Source: an optimization exercise on an open RTL-to-GDS flow (aim: small area, a short achievable clock period and few clock cycles per item). Production flows keep margins and buffers that such runs may drop. Function was not checked in any run shown here: the RTL went through the layout flow alone. Power figures rest on the tool's default switching activity, not on a simulated workload.

==> flow/design.v, too long to show whole: its modules and the start of the top module <==
// module wz_fxu_fa: 4 lines
// module wz_fxu_ha: 4 lines
// module wz_fxu: 1045 lines
module wz_fxu (
    input  wire        clk,
    input  wire        rst,
    input  wire        in_valid,
    output wire        in_ready,
    input  wire [4:0]  in_op,
    input  wire        in_q,       
    input  wire [1:0]  in_t,       
    input  wire [3:0]  in_x,       
    input  wire [63:0] in_a,
    input  wire [63:0] in_b,
    output reg         out_valid,
    output reg  [63:0] out_data,
    output reg         out_ill
);
  // ...
==> flow/flow/run.sh <==
#!/bin/bash
set -euo pipefail
bash standard.sh SETUP_SLACK_MARGIN=11 finish > make.log 2>&1
==> flow/standard.sh <==
#!/bin/bash
# synth_recipe.tcl (not shown) runs the flow's synth.tcl, then flattens the netlist and writes it again
# the make line also repeats each setting of config.mk as NAME=value (left out here)
make -C /OpenROAD-flow-scripts/flow DESIGN_CONFIG=/design/flow/config.mk WORK_HOME=/design/flow/orfs CLKGATE_MAP_FILE= SYNTH_SCRIPT=/design/flow/synth_recipe.tcl "${@:-finish}"
==> flow/config.mk <==
export PLATFORM = sky130hd
export DESIGN_NAME = wz_fxu
export DESIGN_NICKNAME = wz_fxu
export VERILOG_FILES = /design/flow/design.v
export SDC_FILE = /design/flow/constraint.sdc
export NUM_CORES = 4
export LEC_CHECK = 0
export CAP_MARGIN = 70
export CORE_MARGIN = 2
export CORE_UTILIZATION = 40
export PLACE_DENSITY = 0.6
export SLEW_MARGIN = 70
export SYNTH_HIERARCHICAL = 1
==> flow/constraint.sdc <==
create_clock -name core_clock -period 17.0 [get_ports {clk}]
set_input_delay 3.4000 -clock core_clock [delete_from_list [all_inputs] [get_ports {clk}]]
set_output_delay 3.4000 -clock core_clock [all_outputs]
set_load 0.01 [all_outputs]
==> reports/qor.yml, run 1 <==
status:
  outcome: "finished clean"
yosys:
  avgSynthCellArea_um2: 9.63
  synth_enable_flop_cells: 332
  yosysMostFrequentCell: "xnor2_1"
  synth_common_cells: "xnor2_1, nand2_1, fa_1, a22oi_1, dfxtp_1"
  synth_cells: 6699
  synth.top_cell.area_share_pct: 16.1
  synth_compound_area_share_pct: 20.2
clock_network:
  cts_buffers: 90
  cts-resized-gates: 37
  clkSinkCount: 817
  root_buffer: "clkbuf_16"
drt:
  vias_per_cell: 6.50
  drtAntennaViolNets: 0
  wirelength_um: 276000
  wl_met1_um: 103000
die:
  core_area_um2: 160000
  die_area_um2: 164000
placed_design:
  dp_hpwl_um: 191000
final_layout:
  clk_share_pct: 4.17
  largest_cell_class: "multi-input gates"
  multi_input_area_um2: 43800
  largest_reg_flops: 81
  drive_gt1_share_pct: 13.7
  clock_buffers: 129
  final_util_pct: 47.2
  buffers: 491
timing:
  period_share_pct: 34.9
  setup_viol: 0
  tns_ps: 0
  min_period_ps: 5930
flow_run:
  drv_cap: 0
critical_path:
  crit_buf_inv: 6
  critPathTopFamily: "compound AO/OA/AOI/OAI gates"
  crit_path_start: "rn2[2]$_DFF_P_"
  r2r_slack_ps: 11070
  cp_slowest_cell: "fa_1"
  r2r_cells: 21
pwr:
  pg_clk_mw: 2.06
  pwr-share-comb_pct: 61.2
  p_leak_nw: 28.7
global_route:
  grtUsageMet2_pct: 49.6
  grt.busiest_layer: "met2"
==> run 2, diff against run 1 <==
--- a/flow/design.v
+++ b/flow/design.v
@@ -26,17 +26,17 @@
                OP_QMUL = 5'h08, OP_QADD = 5'h09, OP_QSUB = 5'h0A, OP_QNEG = 5'h0B,
                OP_QABS = 5'h0C, OP_QRND = 5'h0D,
                OP_CRD  = 5'h10, OP_CWR  = 5'h11, OP_TSVL = 5'h12, OP_TSVH = 5'h13,
                OP_TRST = 5'h14;
     reg [79:0] till0, till1, till2, till3;
     reg [3:0]  tz;       
     reg [3:0]  cl, sg;   
     reg [3:0]  rn2;      
-    reg        k_a, k_b, k_c, k_d, k_e, k_f;   
+    reg        c_hi, c_lo;   
     reg [1:0]  rm;
     reg        sat;
     reg        sov;
     reg  rdy;
     assign in_ready = rdy;
     wire fire = in_valid & rdy;
     wire        i_raw = in_q | (in_op == OP_TRST) | (in_op == OP_CWR);
     wire [31:0] i_a   = i_raw ? in_a[31:0] : {in_a[15:0], 16'd0};
@@ -867,17 +867,17 @@
     wire       rd_any = d_tmac | d_tmsu | d_trd | d_tshl | d_tshr | d_tmov | d_tsvl | d_tsvh;
     wire       wr_any = d_tclr | d_tmac | d_tmsu | d_tshl | d_tshr | d_tmov | d_tld | d_trst;
     reg        v2;
     reg [3:0]  sel2, we2;
     reg [80:0] s2, c2;
     reg        cin2;
     reg        mac2, ph1_2, ph2_2, shl2;
     reg [3:0]  x2;
-    reg        q2, qop2, trd2, trd3_2, fix2, tie2;
+    reg        q2, qop2, trd2, trd3_2, fix2, tie2, rch2, rco2;
     reg        tsvl2, tsvh2, crd2, cwr2, cwsov2, ill2, ovf2, sgn2;
     wire        e_inc, e_ovf, e_sgn;
     always @(posedge clk) begin
         if (rst) begin
             v2    <= 1'b0;
             ph2_2 <= 1'b0;
             rm    <= 2'd0;
             sat   <= 1'b1;
@@ -912,27 +912,31 @@
         shl2   <= d_tshl;
         x2     <= x1;
         q2     <= q1;
         qop2   <= d_trd | d_qmul | d_qadd | d_qsub | d_qneg | d_qabs | d_qrnd;
         trd2   <= d_trd;
         trd3_2 <= d_trd & (rm == 2'd3);
         fix2   <= (d_trd | d_qmul) & (rm == 2'd2);
         tie2   <= m_tie;
+        rch2   <= d_qmul & ((rm == 2'd1) | (rm == 2'd2));
+        rco2   <= d_qmul & (rm == 2'd3) & m_neg;
         tsvl2  <= d_tsvl;
         tsvh2  <= d_tsvh;
         crd2   <= d_crd;
         cwr2   <= d_cwr;
         cwsov2 <= a1[3];
         ill2   <= v1 & ~d_legal;
     end
     wire [79:0] ta = ({80{rn2[0]}} & till0) | ({80{rn2[1]}} & till1) |
                      ({80{rn2[2]}} & till2) | ({80{rn2[3]}} & till3) |
-                     {k_f, {23{k_e}}, k_d, {15{k_c}}, k_b, {39{k_a}}};
-    wire [80:0] ea = {ta[79], ta};
+                     {c_hi, {79{c_lo}}};
+    wire [80:0] rc_mul = q2 ? ({81{rco2}} & {41'd0, {40{1'b1}}}) | ({81{rch2}} & (81'd1 << 39))
+                            : ({81{rco2}} & {25'd0, {56{1'b1}}}) | ({81{rch2}} & (81'd1 << 55));
+    wire [80:0] ea = {ta[79], ta} | rc_mul;
     wire [80:0] x_s, x_m;
     genvar g;
     generate
         for (g = 0; g < 81; g = g + 1) begin : g_csa
             wz_fxu_fa u_fa (.a(ea[g]), .b(s2[g]), .c(c2[g]), .s(x_s[g]), .co(x_m[g]));
         end
     endgenerate
     wire        inj = trd3_2 & ta[79] & (q2 ? |ta[39:0] : |ta[55:0]);
@@ -974,31 +978,23 @@
     wire        tie_a = q2 ? (ta[39] & ~|ta[38:0]) : (ta[55] & ~|ta[54:0]);
     wire        q_fix = fix2 & (trd2 ? tie_a : tie2);
     wire [3:0]  e_we  = {4{v2}} & we2;
     wire [3:0]  tz_n  = rst ? 4'hF : (tz & ~e_we);
     wire [3:0]  cl_n  = (e_we & {4{t_clamp & ~ph1_2}}) | (~e_we & cl);
     wire [3:0]  sg_n  = (e_we & {4{t_sgn}}) | (~e_we & sg);
     wire [3:0]  sel_n = (v2 & ph1_2) ? sel2 : ({4{rd_any}} & (4'd1 << rsel_t));
     wire [3:0]  rc_n  = sel_n & ~tz_n & cl_n;
-    wire        c_lo_n = |(rc_n & ~sg_n);
-    wire        rco_n = ~(v2 & ph1_2) & d_qmul & (rm == 2'd3) & m_neg;
-    wire        rch_n = ~(v2 & ph1_2) & d_qmul & ((rm == 2'd1) | (rm == 2'd2));
-    wire        q_n   = q1;
     always @(posedge clk) begin
         tz   <= tz_n;
         cl   <= cl_n;
         sg   <= sg_n;
         rn2  <= sel_n & ~tz_n & ~cl_n;
-        k_a  <= c_lo_n | rco_n;
-        k_b  <= c_lo_n | rco_n | (q_n & rch_n);
-        k_c  <= c_lo_n | (~q_n & rco_n);
-        k_d  <= c_lo_n | (~q_n & (rco_n | rch_n));
-        k_e  <= c_lo_n;
-        k_f  <= |(rc_n & sg_n);
+        c_hi <= |(rc_n & sg_n);
+        c_lo <= |(rc_n & ~sg_n);
         if (e_we[0]) till0 <= t_new;
         if (e_we[1]) till1 <= t_new;
         if (e_we[2]) till2 <= t_new;
         if (e_we[3]) till3 <= t_new;
     end
     reg        inj3;
     reg        v3, qop3, q3, fix3, sat3, tsvl3, tsvh3, crd3, cwr3, cwsov3, ill3, tcl3;
     reg [1:0]  rm3;
==> flow/run.sh (new file) <==
#!/bin/bash
# synth_recipe.tcl (not shown) runs the flow's synth.tcl, then flattens the netlist and writes it again
# the make line also repeats each setting of config.mk as NAME=value (left out here)
make -C /OpenROAD-flow-scripts/flow DESIGN_CONFIG=/design/flow/config.mk WORK_HOME=/design/flow/orfs CLKGATE_MAP_FILE= SYNTH_SCRIPT=/design/flow/synth_recipe.tcl finish
removed: flow/flow/run.sh
removed: flow/standard.sh
==> reports/qor.yml, run 2 <==
global_route:
  antenna_found_initial: 16
  grt_max_degree: 61
  grt_pass1_wl_um: 405000
  gr-usage-all-layers_pct: 33.0
  grt-ovfl-total: 0
  grt_pass1_vias: 56816
die:
  dieHeight_um: 408
  io_pins: 210
  initial_core_util_pct: 40.2
  die_area_um2: 167000  # +1.4%
  rows: 148
  die_x_um: 408
  core_area_um2: 163000  # +1.4%
timing:
  rsz0062_at_grt: "false"
  fmax_ghz: 0.158
  setup_viol: 0  # unchanged
  tns_ps: 0  # unchanged
  tightest_slew_ps: 524
  drv_slew: 0
  period_share_pct: 37.3  # +2.4 points
  finClkSkew_ps: 46.8
  relSlewSlack_pct: 64.9
  hold_violations: 0
  min_period_ps: 6330  # +400 ps
yosys:
  ys_types: 102
  synth_enable_flop_cells: 332  # unchanged
  synth_fa_ha_area_share_pct: 19.1
  yosys.area_share.simple_pct: 11.6
  synth_ff_type: "dfxtp_1"
  yosysWarnings: 7
  ys_ff_latch: 815
  synth_top_family_by_area: "compound AO/OA/AOI/OAI gates"
  synth.top_cell.area_share_pct: 15.9  # -0.23 points
  syn_area_um2: 65400
  synthMuxAreaShare_pct: 4.69
  synth_cells: 6762  # +0.94%
  synth_area_leader_cell: "fa_1"
  ys_seq_area_share_pct: 30.0
  synth_common_cells: "xnor2_1, nand2_1, a22oi_1, fa_1, dfxtp_1"
  synth.area.top_cells: "fa_1, edfxtp_1, dfxtp_1"
  syn_nets: 7594
  avgSynthCellArea_um2: 9.68  # +0.50%
  synth_xor_area_share_pct: 10.0
  yosysMostFrequentCell: "xnor2_1"
  async_reset_ff_share_pct: 0
  synth_compound_area_share_pct: 19.8  # -0.41 points
final_layout:
  nets: 7483
  final_common_cell: "xnor2_1"
  fillers: 15386
  multi_input_area_um2: 44200  # +0.88%
  synthToLayoutAreaGrowth_pct: 15.7
  layout_common_cells: "xnor2_1, nand2_1, a22oi_1"
  largest-register: "f3"
  drive_gt1_share_pct: 12.9  # -0.82 points
  largest_reg_flops: 81  # unchanged
  area.sequential_um2: 19800
clock_network:
  cts_tree: "yes"
  post_cts_buffers: 0
  cts-resized-gates: 0  # -100%
  cts_buffers: 91  # +1.1%
  cts_hold_buf: 0
  root_buffer: "clkbuf_16"
  h-tree-depth: 3
  clkSinkCount: 815  # -0.24%
  clockBufferDepth: 3
  clkLatencyLatePin_ps: 760
  cts.clk_slew.worst_paths_ps: 70
critical_path:
  arrival_ps: 6800
  r2r_cells: 17  # -19%
  slowest_delay_ps: 560
  path_cells: "buf_16 -> buf_4 -> a222oi_1 -> nand2_1 -> or2_2 -> fa_1 -> ha_1 -> a21oi_1 -> o21ai_0 -> a21oi_1 -> o221ai_1 -> a22o_1 -> or3b_2 -> a21oi_1 -> o31ai_1 -> xor2_2 -> mux2_2"
  cp_slowest_cell: "or3b_2"
  path_depth: 17
  start_kind: "flop"
  path_class: "flop to flop"
  cp.required_ps: 17460
  crit_top_cell: "a21oi_1"
  cp-end-kind: "flop"
  crit_buf_inv: 2  # -4
  critPathTopFamily: "compound AO/OA/AOI/OAI gates"
  path_max_fanout: 27
drt:
  wl_per_cell_um: 31.7
  dr.pass1.iters: 10
  drtAntennaViolNets: 0  # unchanged
  vias_per_cell: 6.45  # -0.64%
  drt_iter0_drc: 8261
  wirelength_um: 283000  # +2.3%
  drc: 0
  dr_total_vias: 57484
pwr:
  p_leak_nw: 28.8  # +0.18%
  powerDensity_nw_per_um2: 148
  ir_drop_mv: 0.290
  power_mw: 11.2
placed_design:
  port_buffers: 177
  globalplace.congestion: 1.00
  dp_hpwl_um: 203000  # +6.2%
hold_path:
  hold_path.class: "flop to flop"
  min_path_cells: 0
status:
  outcome: "finished clean"
flow_run:
  drv_cap: 0  # unchanged
run 2: path summary, 6_finish.rpt:
path	startpoint	to	slack, ps
setup reg to reg	rn2[1]$_DFF_P_	till2[59]$_DFFE_PP_	10670
setup / recovery	rn2[1]$_DFF_P_	till2[59]$_DFFE_PP_	10670
hold reg to reg	crd2$_DFF_P_	crd3$_DFF_P_	320
hold / removal	crd2$_DFF_P_	crd3$_DFF_P_	320
run 2: modules after synthesis, one instance, submodules excluded:
module     area, um^2  flip-flops and latches  cells  times used
wz_fxu          54500                     815   6202           1
wz_fxu_fa        20.0                       0      1         517
wz_fxu_ha        12.5                       0      1          43
run 2: power by group:
part           total, mW  internal, mW  switching, mW  leakage [nW]
logic               6.73          2.72           4.01          20.2
registers           2.40          2.23          0.171          7.06
clock network       2.05          1.16          0.885          1.53
run 2: final cells by class:
cell class                 instances  area share, %
multi-input combinational       5142           58.4
sequential                       815           26.2
timing repair buffer             433           6.80
tap                             2175           3.60
clock buffer                     119           3.45
inverter                         168          0.878
clock inverter                    51          0.656
antenna                            3        0.00992
run 2: metrics by stage:
step / cell area [um^2] / worst slack, ps / cells / hold slack [ps] / util, %
2_1_floorplan: 65400 / 11910 / 6762 / 310 / -
3_3_place_gp: 68800 / 10200 / 8621 / 312 / 42.3
3_5_place_dp: 71900 / 10640 / 8716 / 314 / 44.2
4_1_cts: 75000 / 10620 / 8886 / 325 / 46.1
5_1_grt: 75700 / 10450 / 8904 / 323 / 46.6
6_report: 75700 / 10670 / 8906 / 323 / 46.6
run 2: cells by family after synthesis:
family          after synthesis
compound gates             1867
buf+inv                     805
xor+xnor                    749
mux                         228
fa+ha+maj                   689
simple gates               1609
flops                       815
run 2: metal layers:
metal / part of all wire (%) / track usage [%] / up-vias
met5: 0.020 / 0 / -
met4: 7.0 / 19.3 / 8
met3: 11 / 8.61 / 1028
met2: 44 / 50.9 / 4044
met1: 37 / 41.6 / 28288
li1: - / - / 24116

afterwards: timing with drivers on the ports:
No port has a modelled driver above. Below, the same layouts with a new extraction and two added sets of constraints.
Step 1 (the two cells are an assumption about what drives the block):
set clk [get_ports {clk}]
set_driving_cell -lib_cell sky130_fd_sc_hd__clkbuf_16 $clk
set_driving_cell -lib_cell sky130_fd_sc_hd__buf_2 [delete_from_list [all_inputs] $clk]
Step 2 moves the port delays by t, midway between the first and last clock arrival at a register: inputs arrive t later, outputs are due t later. That takes back most of the time a late clock gives input paths.
Slacks: no drivers / after step 1 / after step 2; pairs: no drivers / after step 1.
| run | t (ns) | setup slack, ns | hold slack, ns | worst setup path at the end | worst register clock-pin slew, ns |
|---|---|---|---|---|---|
| run 1 | 0.801 | 11.065 / 11.065 / 10.996 | 0.326 / 0.326 / 0.326 | input to register | 0.07 / 0.07 |
| run 2 | 0.804 | 10.665 / 10.665 / 10.665 | 0.323 / 0.323 / 0.323 | register to register | 0.07 / 0.07 |
After both steps every run listed still meets setup and hold. The setup slack of run 1, which loses most, moves by 0.000 ns with the drivers and by -0.069 ns with both steps.
